Context: an optimization exercise on an open-source flow, tuned for small area. The choices shown serve that exercise and are no tape-out recipe. Where RTL was checked, it was by simulation tests only, not by an equivalence proof against the original. Power is estimated from default activity; no workload was simulated.

==> run a: inputs <==
## mfe_corr
module mfe_corr (
    input  wire        clk,
    input  wire        rst,         
    input  wire        cfg_we,
    input  wire [4:0]  cfg_addr,    
    input  wire [31:0] cfg_wdata,
    input  wire        in_valid,
    output wire        in_ready,
    input  wire [23:0] in_x,        
    input  wire [2:0]  in_g,        
    input  wire [2:0]  in_band,     
    input  wire [4:0]  in_flags,
    output wire        out_valid,
    input  wire        out_ready,
    output wire [23:0] out_y,
    output wire [2:0]  out_g,
    output wire [4:0]  out_flags,
    output wire        out_last,    
    output wire [31:0] out_crc      
);
==> module mfe_corr, before the edit <==
module mfe_corr (
    input  wire        clk,
    input  wire        rst,         
    input  wire        cfg_we,
    input  wire [4:0]  cfg_addr,    
    input  wire [31:0] cfg_wdata,
    input  wire        in_valid,
    output wire        in_ready,
    input  wire [23:0] in_x,        
    input  wire [2:0]  in_g,        
    input  wire [2:0]  in_band,     
    input  wire [4:0]  in_flags,
    output wire        out_valid,
    input  wire        out_ready,
    output wire [23:0] out_y,
    output wire [2:0]  out_g,
    output wire [4:0]  out_flags,
    output wire        out_last,    
    output wire [31:0] out_crc      
);
    reg signed [31:0] gain_tab [0:4];
    reg signed [23:0] ofs_tab  [0:4];
    reg signed [31:0] tbg_tab  [0:7];
    integer i;
    always @(posedge clk) begin
        if (cfg_we) begin
            for (i = 0; i < 5; i = i + 1) begin
                if (cfg_addr == i)
                    gain_tab[i] <= cfg_wdata;
                if (cfg_addr == i + 5)
                    ofs_tab[i] <= cfg_wdata[23:0];
            end
            for (i = 0; i < 8; i = i + 1) begin
                if (cfg_addr == i + 15)
                    tbg_tab[i] <= cfg_wdata;
            end
        end
    end
    localparam IDLE = 2'd0, S1 = 2'd1, WT = 2'd2, S2 = 2'd3;
    reg [1:0] st;
    reg [4:0] cnt;           
    reg       full;          
    reg [5:0] ccnt;          
    reg [4:0] blk_cnt;
    wire crc_idle = ccnt[5];
    wire last     = (blk_cnt == 5'd31);
    assign out_valid = full & (~last | crc_idle);
    wire deliver  = out_valid & out_ready;
    wire free2    = crc_idle & (~full | out_ready);
    wire s1_last  = (cnt == 5'd24);
    wire s2_last  = (cnt == 5'd26);
    wire run1     = (st == S1) | ((st == IDLE) & in_valid);
    wire run2     = (st == S2);
    wire acc_n    = run2 & s2_last;
    assign in_ready = acc_n;
    always @(posedge clk) begin
        if (rst) begin
            st <= IDLE;
            cnt <= 5'd0;
        end else begin
            case (st)
                IDLE: if (in_valid) begin st <= S1; cnt <= 5'd1; end
                S1:   if (s1_last) begin
                          st <= free2 ? S2 : WT;
                          cnt <= 5'd0;
                      end else cnt <= cnt + 5'd1;
                WT:   if (free2) st <= S2;
                S2:   if (s2_last) begin st <= IDLE; cnt <= 5'd0; end
                      else cnt <= cnt + 5'd1;
            endcase
        end
    end
    wire [2:0]  gsel = in_g[2] ? 3'd4 : in_g;
    wire [23:0] ow   = ofs_tab[gsel];
    wire [4:0]  xi   = (cnt > 5'd23) ? 5'd23 : cnt;
    wire        xb   = in_x[xi];
    wire        ob   = ~ow[xi];
    reg         dcy;                        
    wire        dci  = (st == IDLE) | dcy;
    wire        db   = xb ^ ob ^ dci;
    always @(posedge clk)
        if (run1) dcy <= (xb & ob) | (xb & dci) | (ob & dci);
    reg  [32:0] acc1;
    reg  [32:0] acc2;
    wire [31:0] rw  = run2 ? tbg_tab[in_band] : gain_tab[gsel];
    wire [32:0] m   = {rw[31] & ~rw[30], rw[31] ^ rw[30], ~rw[30], rw[29:0]};
    wire [26:0] y1  = acc1[31:5];
    wire        mb  = run2 ? y1[cnt] : db;
    wire        neg = run2 ? s2_last : s1_last;
    wire        first = (st == IDLE) | (run2 & (cnt == 5'd0));
    wire [32:0] accs = run2 ? acc2 : acc1;
    wire [33:0] a_op = first ? 34'h0_2000_0000 : {accs[32], accs};
    wire [33:0] b_op = mb ? (neg ? ~{m[32], m} : {m[32], m}) : 34'd0;
    wire [33:0] sum;
    wire [34:0] c;
    assign c[0] = neg & mb;
    genvar k;
    generate for (k = 0; k < 34; k = k + 1) begin : g_add
        assign sum[k] = a_op[k] ^ b_op[k] ^ c[k];
        assign c[k+1] = (a_op[k] & b_op[k]) | (a_op[k] & c[k]) | (b_op[k] & c[k]);
    end endgenerate
    always @(posedge clk) begin
        if (run1) acc1 <= sum[33:1];
        if (run2) acc2 <= sum[33:1];
    end
    wire        ovf = ~((&acc2[32:26]) | ~(|acc2[32:26]));
    wire [23:0] ysat = ovf ? {acc2[32], {23{~acc2[32]}}} : acc2[26:3];
    reg [2:0] og;
    reg [4:0] of;
    always @(posedge clk) begin
        if (acc_n) begin
            og <= in_g;
            of <= in_flags;
        end
    end
    reg  [31:0] crc;
    wire [31:0] word = {of, og, ysat};
    wire        fb = crc[0] ^ word[ccnt[4:0]];    
    wire [31:0] crc_step = {fb, crc[31:1]} ^ ({32{~fb}} & {1'b0, 31'h02F63B78});
    always @(posedge clk) begin
        if (rst) begin
            ccnt <= 6'd32;
            crc <= 32'd0;
            full <= 1'b0;
            blk_cnt <= 5'd0;
        end else begin
            if (acc_n) ccnt <= 6'd0;
            else if (!crc_idle) ccnt <= ccnt + 6'd1;
            if (!crc_idle) crc <= crc_step;
            else if (deliver & last) crc <= 32'd0;
            if (acc_n) full <= 1'b1;
            else if (deliver) full <= 1'b0;
            if (deliver) blk_cnt <= blk_cnt + 5'd1;
        end
    end
    assign out_y     = ysat;
    assign out_g     = og;
    assign out_flags = of;
    assign out_last  = last;
    assign out_crc   = crc;
endmodule
export LEC_CHECK = 0
export CAP_MARGIN = 20
export CORE_MARGIN = 2
export CORE_UTILIZATION = 65
export CTS_BUF_LIST = sky130_fd_sc_hd__clkbuf_8
export CTS_CLUSTER_SIZE = 30
export PLACE_DENSITY = 0.75
export SLEW_MARGIN = 20
create_clock -name core_clock -period 10.0 [get_ports {clk}]
run.sh (not shown) runs the stock make flow with config.mk's settings and CLKGATE_MAP_FILE= SYNTH_SCRIPT=/design/flow/synth_recipe.tcl, a recipe that flattens the netlist after the stock synthesis.
==> run b: changes against run a <==
==> flow/design.v (replaced) <==
module mfe_corr (
    input  wire        clk,
    input  wire        rst,         
    input  wire        cfg_we,
    input  wire [4:0]  cfg_addr,    
    input  wire [31:0] cfg_wdata,
    input  wire        in_valid,
    output wire        in_ready,
    input  wire [23:0] in_x,        
    input  wire [2:0]  in_g,        
    input  wire [2:0]  in_band,     
    input  wire [4:0]  in_flags,
    output wire        out_valid,
    input  wire        out_ready,
    output wire [23:0] out_y,
    output wire [2:0]  out_g,
    output wire [4:0]  out_flags,
    output wire        out_last,    
    output wire [31:0] out_crc      
);
    reg signed [31:0] gain_tab [0:4];
    reg signed [23:0] ofs_tab  [0:4];
    reg signed [31:0] tbg_tab  [0:7];
    integer i;
    always @(posedge clk) begin
        if (cfg_we) begin
            for (i = 0; i < 5; i = i + 1) begin
                if (cfg_addr == i)
                    gain_tab[i] <= cfg_wdata;
                if (cfg_addr == i + 5)
                    ofs_tab[i] <= cfg_wdata[23:0];
            end
            for (i = 0; i < 8; i = i + 1) begin
                if (cfg_addr == i + 15)
                    tbg_tab[i] <= cfg_wdata;
            end
        end
    end
    localparam IDLE = 2'd0, S1 = 2'd1, WP = 2'd2, S2 = 2'd3;
    reg [1:0] st;
    reg [4:0] cnt;
    reg       full;          
    reg [5:0] ccnt;          
    reg [4:0] blk_cnt;
    reg       ldo;           
    wire crc_idle = ccnt[5];
    wire last     = (blk_cnt == 5'd31);
    assign out_valid = full & crc_idle;
    wire deliver  = out_valid & out_ready;
    wire free2    = crc_idle & ~ldo & (~full | out_ready);
    wire run1     = (st == S1);
    wire run2     = (st == S2);
    wire s1_last  = (cnt == 5'd25);
    wire s2_last  = (cnt == 5'd27);
    wire acc_n    = run2 & s2_last;
    wire ld2      = (st == WP) & free2;
    assign in_ready = acc_n;
    always @(posedge clk) begin
        if (rst) begin
            st <= IDLE;
            cnt <= 5'd0;
        end else begin
            case (st)
                IDLE: if (in_valid) begin st <= S1; cnt <= 5'd1; end
                S1:   if (s1_last) begin st <= WP; cnt <= 5'd0; end
                      else cnt <= cnt + 5'd1;
                WP:   if (free2) begin st <= S2; cnt <= 5'd1; end
                S2:   if (s2_last) begin st <= IDLE; cnt <= 5'd0; end
                      else cnt <= cnt + 5'd1;
            endcase
        end
    end
    wire [2:0]  gsel = in_g[2] ? 3'd4 : in_g;
    wire [23:0] ow   = ofs_tab[gsel];
    wire [4:0]  xi   = (cnt > 5'd23) ? 5'd23 : cnt;
    wire        xb   = in_x[xi];
    wire        ob   = ~ow[xi];
    reg         dcy;                        
    wire        dci  = (st == IDLE) | dcy;
    wire        db   = xb ^ ob ^ dci;
    wire        dgo  = ((st == IDLE) & in_valid) | run1;
    always @(posedge clk)
        if (dgo) dcy <= (xb & ob) | (xb & dci) | (ob & dci);
    reg  [32:0] r1;
    reg  [31:0] z;
    reg         mbr;                        
    reg  [31:0] rw;
    integer     w;
    always @* begin
        rw = 32'd0;
        for (w = 0; w < 5; w = w + 1)
            rw = rw | (gain_tab[w] & {32{mbr & ~run2 & (gsel == w)}});
        for (w = 0; w < 8; w = w + 1)
            rw = rw | (tbg_tab[w] & {32{mbr & run2 & (in_band == w)}});
    end
    wire [32:0] m   = {rw[31] & ~rw[30], rw[31] ^ rw[30], mbr & ~rw[30], rw[29:0]};
    wire        neg = run2 ? s2_last : s1_last;
    wire        first = (cnt == 5'd1);
    wire [33:0] a_op = first ? 34'h0_2000_0000 : {r1[32], r1};
    wire [33:0] b_op = {m[32], m} ^ {34{neg & mbr}};
    wire [33:0] sum  = a_op + b_op + {33'd0, neg & mbr};
    always @(posedge clk) begin
        if (dgo) mbr <= db;
        else if (ld2) mbr <= r1[5];
        else if (run2) mbr <= z[1];
    end
    wire        ovf = ~((&r1[32:26]) | ~(|r1[32:26]));
    wire [23:0] ysat = ovf ? {r1[32], {23{~r1[32]}}} : r1[26:3];
    always @(posedge clk) begin
        if (run1 | run2) r1 <= sum[33:1];
        if (acc_n) z[31:24] <= {in_flags, in_g};
        else if (ld2) z[26:0] <= r1[31:5];
        else if (run2 | ~crc_idle) z <= {z[0], z[31:1]};
        if (ldo) z[23:0] <= ysat;
    end
    reg  [31:0] crc;
    wire        fb = crc[0] ^ z[0];               
    wire [31:0] crc_step = {fb, crc[31:1]} ^ ({32{~fb}} & {1'b0, 31'h02F63B78});
    always @(posedge clk) begin
        if (rst) begin
            ccnt <= 6'd32;
            crc <= 32'd0;
            full <= 1'b0;
            ldo <= 1'b0;
            blk_cnt <= 5'd0;
        end else begin
            ldo <= acc_n;
            if (ldo) ccnt <= 6'd0;
            else if (!crc_idle) ccnt <= ccnt + 6'd1;
            if (!crc_idle) crc <= crc_step;
            else if (deliver & last) crc <= 32'd0;
            if (ldo) full <= 1'b1;
            else if (deliver) full <= 1'b0;
            if (deliver) blk_cnt <= blk_cnt + 5'd1;
        end
    end
    assign out_y     = z[23:0];
    assign out_g     = z[26:24];
    assign out_flags = z[31:27];
    assign out_last  = last;
    assign out_crc   = crc;
endmodule
==> flow/flow/run.sh (new file) <==
#!/bin/bash
# ORFS layout with: synthesis by the standard script but with an
# area-oriented ABC mapping script, the smallest buffer cell for port
# buffers, and clock tree synthesis without dummy loads.
set -euo pipefail
cp -r "$FLOW_HOME/scripts" scripts_mod
cp flow/abc_map.script scripts_mod/abc_speed.script
bash standard.sh SCRIPTS_DIR="$PWD/scripts_mod" synth > synth.log 2>&1
export BUFFER_PORTS_ARGS="-buffer_cell sky130_fd_sc_hd__buf_1"
export CTS_ARGS="-sink_clustering_enable -repair_clock_nets -dont_use_dummy_load -buf_list sky130_fd_sc_hd__clkbuf_4 -sink_clustering_size 10 -sink_clustering_max_diameter 30"
bash standard.sh > standard.log 2>&1
==> flow/flow/abc_map.script (new file) <==
strash
&get -n
&fraig -x
&put
scorr
dc2
dretime
strash
&get -n
&dch -f
&nf
&put
==> flow/standard.sh (new file) <==
#!/bin/bash
# synth_recipe.tcl (not shown) runs the flow's synth.tcl, then flattens the netlist and writes it again
# the make line also repeats each setting of config.mk as NAME=value (left out here)
make -C /OpenROAD-flow-scripts/flow DESIGN_CONFIG=/design/flow/config.mk WORK_HOME=/design/flow/orfs CLKGATE_MAP_FILE= SYNTH_SCRIPT=/design/flow/synth_recipe.tcl "${@:-finish}"
CORE_UTILIZATION = 60   (was 65)
CTS_BUF_LIST = unset   (was sky130_fd_sc_hd__clkbuf_8)
CTS_CLUSTER_SIZE = unset   (was 30)
PLACE_DENSITY = 0.7   (was 0.75)
removed: flow/run.sh
==> comparison <==
- Run a ran to the end with violations: setup timing. Run b completed without violations.
- Between run a and run b, the lower critical path depth is in run b (gap 15).
- Against run b, the first-iteration DRC count of run a is smaller by about 30%.
- Cell count: run b is lower than run a (about 10%).
- In run b the count of clock-buffer cells in the layout is higher than in run a, by 7.
- In run b the fmax is higher than in run a, by 89%.
- Against run a, the worst setup slack of run b is better by 7.2 ns.
- Of run b and run a, run b has the higher register-to-register slack (gap 6.9 ns).
- Between run b and run a, the lower sequential share of layout area is in run a (gap 9.5 points).
- Synthesized cell count: run b is smaller than run a (about 10%).
- Of run a and run b, run b has the higher sequential power (gap about 1%, measured against run b).
==> figures <==
|  | run b | run a |
|---|---|---|
| Result of the run | timing/DRC/antenna clean | complete, but fails checks |
| Violated checks | - | setup timing |
| Clock transition at the registers of the reported paths | 0.07 ns | 0.06 ns |
| Switching power total | 1.89 mW | 1.89 mW |
| Critical Path AT | 8.66 ns | 15.64 ns |
| Placement Cell Area | 0.0275 mm2 | 0.0313 mm2 |
| Total of endpoints with negative setup slack in the final report | 0 | 34 |
| Number of setup buffers added after CTS | 0 | 4 |
| Resize count post-CTS | 0 | 23 |
| Post-synthesis share of cell area spent on full adders, half adders and majority gates | 2.20% | 2.90% |
| Post-Route Utilization | 67.2% | 77.4% |
| Crit path to | r1[29]$_DFFE_PP_ | acc2[31]$_DFFE_PP_ |
| Reg2reg start | st[0]$_SDFFE_PP0P_ | cnt[4]$_SDFFE_PP0P_ |
| Cts bufs inserted | 113 | 103 |
| Most frequent cell on the critical path | sky130_fd_sc_hd__a21oi_1 | sky130_fd_sc_hd__fa_2 |
| Number of global-route vias before repair | 15900 | 17400 |
| Portion of the post-synthesis area used by sequential elements | 74.4% | 68.7% |
| Cell area after layout | 0.0283 mm2 | 0.0333 mm2 |
| Final non-filler cell total | 2487 | 2773 |
| Internal power | 4.38 mW | 4.89 mW |
| Proportion of cell area occupied by multi-input gates | 23.7% | 25.6% |
| Via-to-Cell Ratio | 6.58 | 6.16 |
The RTL of run a was laid out without a check of its function.

==> what the ideal ports hide <==
No port has a modelled driver above. Below, the same layouts with a new extraction and two added sets of constraints. Step 1 (the two cells are an assumption about what drives the block):
set clk [get_ports {clk}]
set_driving_cell -lib_cell sky130_fd_sc_hd__clkbuf_16 $clk
set_driving_cell -lib_cell sky130_fd_sc_hd__buf_2 [delete_from_list [all_inputs] $clk]
Step 2 adds t to the input delays and takes it off the output delays; t is the mean of the earliest and latest rising clock arrival at the registers after step 1. Input paths then give back, and output paths get back, about the clock's delay inside the block. Three values: ideal, step 1, step 2; two values: the first two.
| run | t (ns) | setup slack, ns | worst register clock-pin slew, ns | worst data-port slew with drivers (ns) |
|---|---|---|---|---|
| run a | 0.742 | -5.237 / -5.256 / -5.998 | 0.07 / 0.07 | 0.10 |
| run b | 0.893 | 1.933 / 1.922 / 1.029 | 0.10 / 0.10 | 0.07 |
The setup slack of run b, which loses most, moves by -0.011 ns with the drivers and by -0.904 ns with both steps.
